From an optimization exercise on the open Yosys and OpenROAD flow, aimed at small area, a short achievable clock period and few clock cycles per item; shortcuts taken in it are not production practice.
In this exercise RTL edits were held to simulation tests only and were not proved equivalent to the original.

### design.v
module fma_core (
    input  wire        clk,
    input  wire        rst,
    input  wire        in_valid,
    input  wire [31:0] a,
    input  wire [31:0] b,
    input  wire [31:0] c,
    output reg         out_valid,
    output reg  [31:0] y
);
    localparam [31:0] QNAN = 32'h7FC00000;
    integer i;
    reg        v0;
    reg [31:0] a0, b0, c0;
    always @(posedge clk) begin
        v0 <= rst ? 1'b0 : in_valid;
        a0 <= a;
        b0 <= b;
        c0 <= c;
    end
    wire        sa = a0[31], sb = b0[31], sc = c0[31];
    wire [7:0]  ea = a0[30:23], eb = b0[30:23], ec = c0[30:23];
    wire [22:0] fa = a0[22:0],  fb = b0[22:0],  fc = c0[22:0];
    wire ha = |ea, hb = |eb, hc = |ec;
    wire a_zero = !ha && (fa == 23'd0);
    wire b_zero = !hb && (fb == 23'd0);
    wire c_zero = !hc && (fc == 23'd0);
    wire a_max = &ea, b_max = &eb, c_max = &ec;
    wire a_inf = a_max && (fa == 23'd0);
    wire b_inf = b_max && (fb == 23'd0);
    wire c_inf = c_max && (fc == 23'd0);
    wire a_nan = a_max && (fa != 23'd0);
    wire b_nan = b_max && (fb != 23'd0);
    wire c_nan = c_max && (fc != 23'd0);
    wire sp = sa ^ sb;
    wire p_zero = a_zero | b_zero;
    wire p_inf  = a_inf | b_inf;
    wire is_nan = a_nan | b_nan | c_nan | (a_inf & b_zero) | (a_zero & b_inf) |
                  (p_inf & c_inf & (sp != sc));
    wire is_inf = p_inf | c_inf;
    wire inf_s  = p_inf ? sp : sc;
    wire        swp = !hb;
    wire [22:0] fx  = swp ? fb : fa;
    wire [7:0]  ex  = swp ? eb : ea;
    wire        hx  = swp ? hb : ha;
    wire [22:0] fy  = swp ? fa : fb;
    wire [7:0]  ey  = swp ? ea : eb;
    wire        hy  = swp ? ha : hb;
    reg [4:0] lzx;
    always @* begin
        lzx = 5'd0;
        for (i = 0; i < 23; i = i + 1)
            if (fx[i]) lzx = 5'd22 - i[4:0];
    end
    wire [23:0] mx = hx ? {1'b1, fx} : ({fx, 1'b0} << lzx);
    wire [23:0] my = {hy, fy};
    wire signed [10:0] xe = hx ? $signed({3'b000, ex}) : -$signed({6'd0, lzx});
    wire signed [10:0] ye = $signed({3'b000, ey[7:1], ey[0] | !hy});
    wire signed [10:0] ce = $signed({3'b000, ec[7:1], ec[0] | !hc});
    wire [47:0] mp = mx * my;
    wire signed [10:0] es = xe + ye;
    wire signed [10:0] d  = ce - es + 11'sd150;
    wire c_far = !c_zero && (p_zero || d > 11'sd50);
    wire signed [10:0] rs_raw = 11'sd50 - d;
    wire [6:0] rs = c_far ? 7'd0 : (rs_raw > 11'sd127) ? 7'd127 : rs_raw[6:0];
    wire signed [10:0] ebias = c_far ? ce + 11'sd1 : es - 11'sd99;
    reg        v1;
    reg [47:0] mp1;
    reg [23:0] mc1;
    reg [6:0]  rs1;
    reg        far1, pnz1, sub1, sp1, sc1, nan1, inf1, infs1;
    reg signed [10:0] eb1;
    always @(posedge clk) begin
        v1    <= rst ? 1'b0 : v0;
        mp1   <= mp;
        mc1   <= {hc, fc};
        rs1   <= rs;
        far1  <= c_far;
        pnz1  <= !p_zero;
        sub1  <= sp ^ sc;
        sp1   <= sp;
        sc1   <= sc;
        nan1  <= is_nan;
        inf1  <= is_inf;
        infs1 <= inf_s;
        eb1   <= ebias;
    end
    wire [75:0] c_al = {1'b0, mc1, 51'd0} >> rs1;
    reg  [4:0]  tzc;
    always @* begin
        tzc = 5'd24;
        for (i = 23; i >= 0; i = i - 1)
            if (mc1[i]) tzc = i[4:0];
    end
    wire        c_st = (|mc1) && (({2'b00, tzc} + 7'd51) < rs1);
    wire [75:0] c_f  = {c_al[75:1], c_al[0] | c_st};
    wire [75:0] p_f  = far1 ? {75'd0, pnz1} : {27'd0, mp1, 1'b0};
    wire [76:0] t    = sub1 ? ({1'b0, p_f} - {1'b0, c_f}) : ({1'b0, p_f} + {1'b0, c_f});
    wire        neg  = sub1 & t[76];
    wire [75:0] mag  = neg ? (~t[75:0] + 76'd1) : t[75:0];
    reg        v2;
    reg [75:0] mag2;
    reg        s2, zs2, nan2, inf2, infs2;
    reg signed [10:0] eb2;
    always @(posedge clk) begin
        v2    <= rst ? 1'b0 : v1;
        mag2  <= mag;
        s2    <= neg ? sc1 : sp1;
        zs2   <= sp1 & sc1;
        nan2  <= nan1;
        inf2  <= inf1;
        infs2 <= infs1;
        eb2   <= eb1;
    end
    reg [6:0] lz;
    always @* begin
        lz = 7'd76;
        for (i = 0; i < 76; i = i + 1)
            if (mag2[i]) lz = 7'd75 - i[6:0];
    end
    wire        mz   = (lz == 7'd76);
    wire        uflz = (eb2 < 11'sd1);       
    wire        sub_lim = (eb2 <= 11'sd76) && ($signed({4'd0, lz}) >= eb2);
    wire [6:0]  sh   = sub_lim ? (eb2[6:0] - 7'd1) : lz;
    wire [75:0] norm = mag2 << sh;
    wire [23:0] mant = norm[75:52];
    wire        grd  = norm[51];
    wire        stk  = |norm[50:0];
    wire        inc  = grd & (stk | mant[0]);
    wire signed [10:0] ef = eb2 - $signed({4'd0, sh});    
    wire        ovf  = ef > 11'sd254;
    wire [30:0] rnd  = {ef[7:0] - 8'd1, 23'd0} + {7'd0, mant} + {30'd0, inc};
    reg [31:0] yr;
    always @* begin
        if (nan2)
            yr = QNAN;
        else if (inf2)
            yr = {infs2, 8'hFF, 23'd0};
        else if (mz)
            yr = {zs2, 31'd0};
        else if (uflz)
            yr = {s2, 31'd0};
        else if (ovf)
            yr = {s2, 8'hFF, 23'd0};
        else
            yr = {s2, rnd};
    end
    always @(posedge clk) begin
        out_valid <= rst ? 1'b0 : v2;
        y         <= yr;
    end
endmodule
module fma_unit (
    input  wire        clk,
    input  wire        rst,         
    input  wire        in_valid,
    output wire        in_ready,
    input  wire [31:0] a,
    input  wire [31:0] b,
    input  wire [31:0] c,
    output wire        out_valid,
    output wire [31:0] y
);
    assign in_ready = 1'b1;
    fma_core u_core (
        .clk(clk), .rst(rst), .in_valid(in_valid),
        .a(a), .b(b), .c(c),
        .out_valid(out_valid), .y(y)
    );
endmodule
### run.sh
#!/bin/bash
# synth_recipe.tcl (not shown) runs the flow's synth.tcl, then flattens the netlist and writes it again
# the make line also repeats each setting of config.mk as NAME=value (left out here)
make -C /OpenROAD-flow-scripts/flow DESIGN_CONFIG=/design/flow/config.mk WORK_HOME=/design/flow/orfs CLKGATE_MAP_FILE= SYNTH_SCRIPT=/design/flow/synth_recipe.tcl finish
### config.mk
export PLATFORM = sky130hd
export DESIGN_NAME = fma_unit
export DESIGN_NICKNAME = fma_unit
export VERILOG_FILES = /design/flow/design.v
export SDC_FILE = /design/flow/constraint.sdc
export NUM_CORES = 4
export LEC_CHECK = 0
export CAP_MARGIN = 20
export CORE_MARGIN = 2
export CORE_UTILIZATION = 40
export PLACE_DENSITY = 0.6
export SETUP_SLACK_MARGIN = 5
export SLEW_MARGIN = 20
### constraint.sdc
create_clock -name core_clock -period 32.0 [get_ports {clk}]
set_input_delay 6.4000 -clock core_clock [delete_from_list [all_inputs] [get_ports {clk}]]
set_output_delay 6.4000 -clock core_clock [all_outputs]
set_load 0.01 [all_outputs]
==> flow_metrics.env <==
export IMPL_dr_first_iter_drc_count=4555
export IMPL_ys_seq_elements=322
export IMPL_grt_pass1_vias=46100
export IMPL_dieArea_um2=128000
export IMPL_remaining_drc_errors=0
export IMPL_cts_root_buf="clkbuf_16"
export IMPL_grt_pass1_wl_mm=289
export IMPL_start_util_pct=40.4
export IMPL_place_congestion=0.978
export IMPL_placed_area_um2=52800
export IMPL_hp_class="reg -> reg"
export IMPL_whs_path_depth=0
export IMPL_max_stage_delay_ns=0.86
export IMPL_fp_dieW_um=358
export IMPL_syn_inst=6262
export IMPL_syn_avg_cell_area_um2=7.99
export IMPL_maxCapViolCount=0
export IMPL_grt_ovfl_total=0
export IMPL_tightest_slew_ns=1.19
export IMPL_clk_latency_ns=0.60
export IMPL_die_h_um=358
export IMPL_min_from="u_core.inf1$_DFF_P_"
export IMPL_num_vias=46900
export IMPL_synth_warnings=1
export IMPL_status="no timing/DRC/antenna violations"
export IMPL_async_flop_share_pct=0
export IMPL_crit_fanout=66
export IMPL_rr_worst_depth=48
export IMPL_synth_nets=7128
export IMPL_cpMostUsedCell="fa_1"
export IMPL_min_period_over_period_pct=42.0
export IMPL_clock_sinks=322
export IMPL_netlist_area_um2=50000
export IMPL_design_area_um2=54100
export IMPL_start_kind="register"
export IMPL_path_delay_family="compound AO/OA/AOI/OAI gates"
export IMPL_cts_inserted_buffers=37
export IMPL_hpwlAfterDp_mm=148
export IMPL_antenna_found_initial=1
export IMPL_dr_pass1_iters=6
export IMPL_path_clk_slew_ns=0.06
export IMPL_maxSlewViolCount=0
export IMPL_netlist_cell_type_count=125
export IMPL_cts_path_max_buffers=3
export IMPL_cp_slowest_cell="o21a_1"
export IMPL_end_kind="register"
export IMPL_fillers=12500
export IMPL_grt_max_degree=72
export IMPL_fmax_mhz=74.4
export IMPL_whs_endpoint="u_core.inf2$_DFF_P_"
export IMPL_hold_viol=0
export IMPL_wl_mm=190
export IMPL_cts_hold_buffers=0
export IMPL_finalSetupViolCount=0
export IMPL_ant_nets=0
export IMPL_rrSetupSlack_ns=18.55
export IMPL_cts_resized=0
export IMPL_crit_buf_inv=8
export IMPL_core_area_um2=124000
export IMPL_fin_skew_ns=0.0409
export IMPL_yosysSeqAreaShare_pct=12.9
export IMPL_setup_tns_ns=0
export IMPL_rsz0062_at_grt="no"
export IMPL_cts_tree="built"
export IMPL_wl_per_cell_um=24.3
export IMPL_reg2reg_to="u_core.mp1[44]$_DFF_P_"
export IMPL_drive_above_1_share_pct=6.59
export IMPL_synth_edf_count=0
export IMPL_rr_startpoint="u_core.b0[26]$_DFF_P_"
export IMPL_critical_path_class="reg -> reg"
export IMPL_grt_use_total_pct=29.4
export IMPL_cp_required_ns=32.49
export IMPL_port_buffers=131
export IMPL_io_pins=133
export IMPL_synthFlopType="dfxtp_1"
export IMPL_nets=7042
export IMPL_cts_htree_levels=2
export IMPL_area_growth_pct=8.24
export IMPL_rows=129
export IMPL_slew_headroom_pct=20.4
export IMPL_cts_setup_buffers=0
export IMPL_viasPerCell=5.98
export IMPL_arrival_ns=13.94
export IMPL_fin_crit_ns=13.45
-- cell families (layout without fill, tap and decap cells) --
| logic type | count (synthesis) | in the layout | share of synthesized area [%] |
|---|---|---|---|
| DFF | 322 | 322 | 12.9 |
| AOI/OAI and AO/OA | 1223 | 1223 | 16.7 |
| buffers and inverters | 1012 | 953 | 7.86 |
| xor gates and xnor gates | 319 | 319 | 5.67 |
| adders and majority gates | 767 | 767 | 26.5 |
| and+or+nand+nor | 2209 | 2209 | 20.9 |
| other | 1 | 2 | 0.00750 |
| muxes | 409 | 409 | 9.48 |
-- worst reg2reg max path, delay by kind of cell (launching register included) --
kind	cells	cell delay, ns
buf+inv	8	1.49
mux	2	0.45
flops	1	0.32
simple gates	10	2.09
fa+ha+maj	8	3.86
compound gates	19	5.00
xor+xnor	1	0.13
-- sequential cells by signal, summed over array words and instances (netlist names), 7 cells and up --
signal	cells
u_core.a0	32
u_core.b0	32
u_core.c0	32
u_core.eb1	11
u_core.eb2	11
u_core.mag2	76
u_core.mc1	24
u_core.mp1	48
u_core.rs1	7
u_core.y	32
-- layer usage --
layer  up-vias  track usage [%]  routed length, um
li1      21300                -                  -
met1     22900             38.9              79900
met2      2155             48.2              87100
met3       437             4.75              14600
met4         0             11.5               8770
met5         -                0                  0
-- metrics by stage --
| stage | hold WS (ns) | cells | setup slack (ns) | utilization [%] |
|---|---|---|---|---|
| after floorplan | 0.310 | 6262 | 20.40 | - |
| after global placement | 0.311 | 7771 | 18.88 | 42.6 |
| after detailed placement | 0.315 | 7771 | 18.75 | 42.6 |
| after CTS | 0.330 | 7837 | 18.69 | 43.6 |
| after global routing | 0.348 | 7840 | 17.55 | 43.7 |
| final | 0.327 | 7841 | 18.55 | 43.7 |
-- cell usage in the layout, fill, tap and decap left out, types with 39 or more instances in the layout --
cell	Yosys	routed
nand2b_1	47	47
and3_1	49	49
dfxtp_1	322	319
nor2_1	551	546
buf_4	4	101
a21o_1	64	64
fa_1	486	486
a22oi_1	40	40
mux2i_1	306	296
nor2b_1	118	118
inv_1	646	643
ha_1	281	281
nand3_1	198	198
o211ai_1	65	65
a31oi_1	55	52
mux2_2	53	53
nor4_1	59	57
nand4_1	39	39
nand2_1	758	757
xor2_1	117	117
clkdlybuf4s50_1	0	131
mux4_2	44	44
a211oi_1	54	53
o21ai_0	182	178
xnor2_1	198	198
o21a_1	40	40
and2_1	71	71
a21oi_1	313	310
nor3_1	145	143
-- Yosys cell counts (182+ instances only) --
master / number / area share (%)
nor2_1: 551 / 4.1
mux2i_1: 306 / 6.1
xnor2_1: 198 / 3.5
dfxtp_1: 322 / 13
clkbuf_1: 263 / 2.0
fa_1: 486 / 19
a21oi_1: 313 / 3.1
inv_1: 646 / 4.8
ha_1: 281 / 7.0
nand3_1: 198 / 2.0
nand2_1: 758 / 5.7
o21ai_0: 182 / 1.8
-- worst max-delay path by stage --
| stage | start | to | slack (ns) | cells after the start |
|---|---|---|---|---|
| after floorplan | u_core.b0[26]$_DFF_P_ | u_core.mp1[47]$_DFF_P_ | 20.40 | 41 |
| after global placement | u_core.b0[26]$_DFF_P_ | u_core.mp1[47]$_DFF_P_ | 18.88 | 44 |
| after detailed placement | u_core.b0[26]$_DFF_P_ | u_core.mp1[47]$_DFF_P_ | 18.75 | 41 |
| after CTS | u_core.b0[26]$_DFF_P_ | u_core.mp1[47]$_DFF_P_ | 18.69 | 42 |
| after global routing | u_core.b0[26]$_DFF_P_ | u_core.mp1[44]$_DFF_P_ | 17.55 | 48 |
| final | u_core.b0[26]$_DFF_P_ | u_core.mp1[44]$_DFF_P_ | 18.55 | 48 |
-- area by class of cell --
| type | count | area (um^2) | share of cell area (%) |
|---|---|---|---|
| diodes | 1 | 2.50 | 0.00462 |
| multi-input cells | 4928 | 39800 | 73.6 |
| clock inverters | 19 | 253 | 0.467 |
| inverters | 652 | 2450 | 4.52 |
| repair buffers | 235 | 2110 | 3.90 |
| flip-flops and latches | 322 | 6450 | 11.9 |
| clock buffers | 47 | 1000 | 1.85 |
| well taps | 1637 | 2050 | 3.78 |
Testbench counts, summed over its fixed seeds: cycles 24,032, items 24,000.

static timing again, ports no longer ideal:
Ports are ideal in the flow. The routed layout listed here was re-timed in OpenROAD. Step 1: set_driving_cell puts a clkbuf_16 on clk and a buf_2 on each other input, an assumption about the parent block. Step 2 moves the port delays by t, midway between the first and last clock arrival at a register: inputs arrive t later, outputs are due t later. That takes back most of the time a late clock gives input paths. Slacks: ideal ports / drivers / drivers and shift; pairs: ideal ports / drivers.
shift t [ns]: 0.645
slack for setup (ns): 18.551 / 18.551 / 18.551
hold WS [ns]: 0.327 / 0.327 / 0.327
worst setup path after step 2: register to register
After both steps this run still meets setup and hold. The setup slack of this run moves by 0.000 ns with the drivers and by 0.000 ns with both steps.
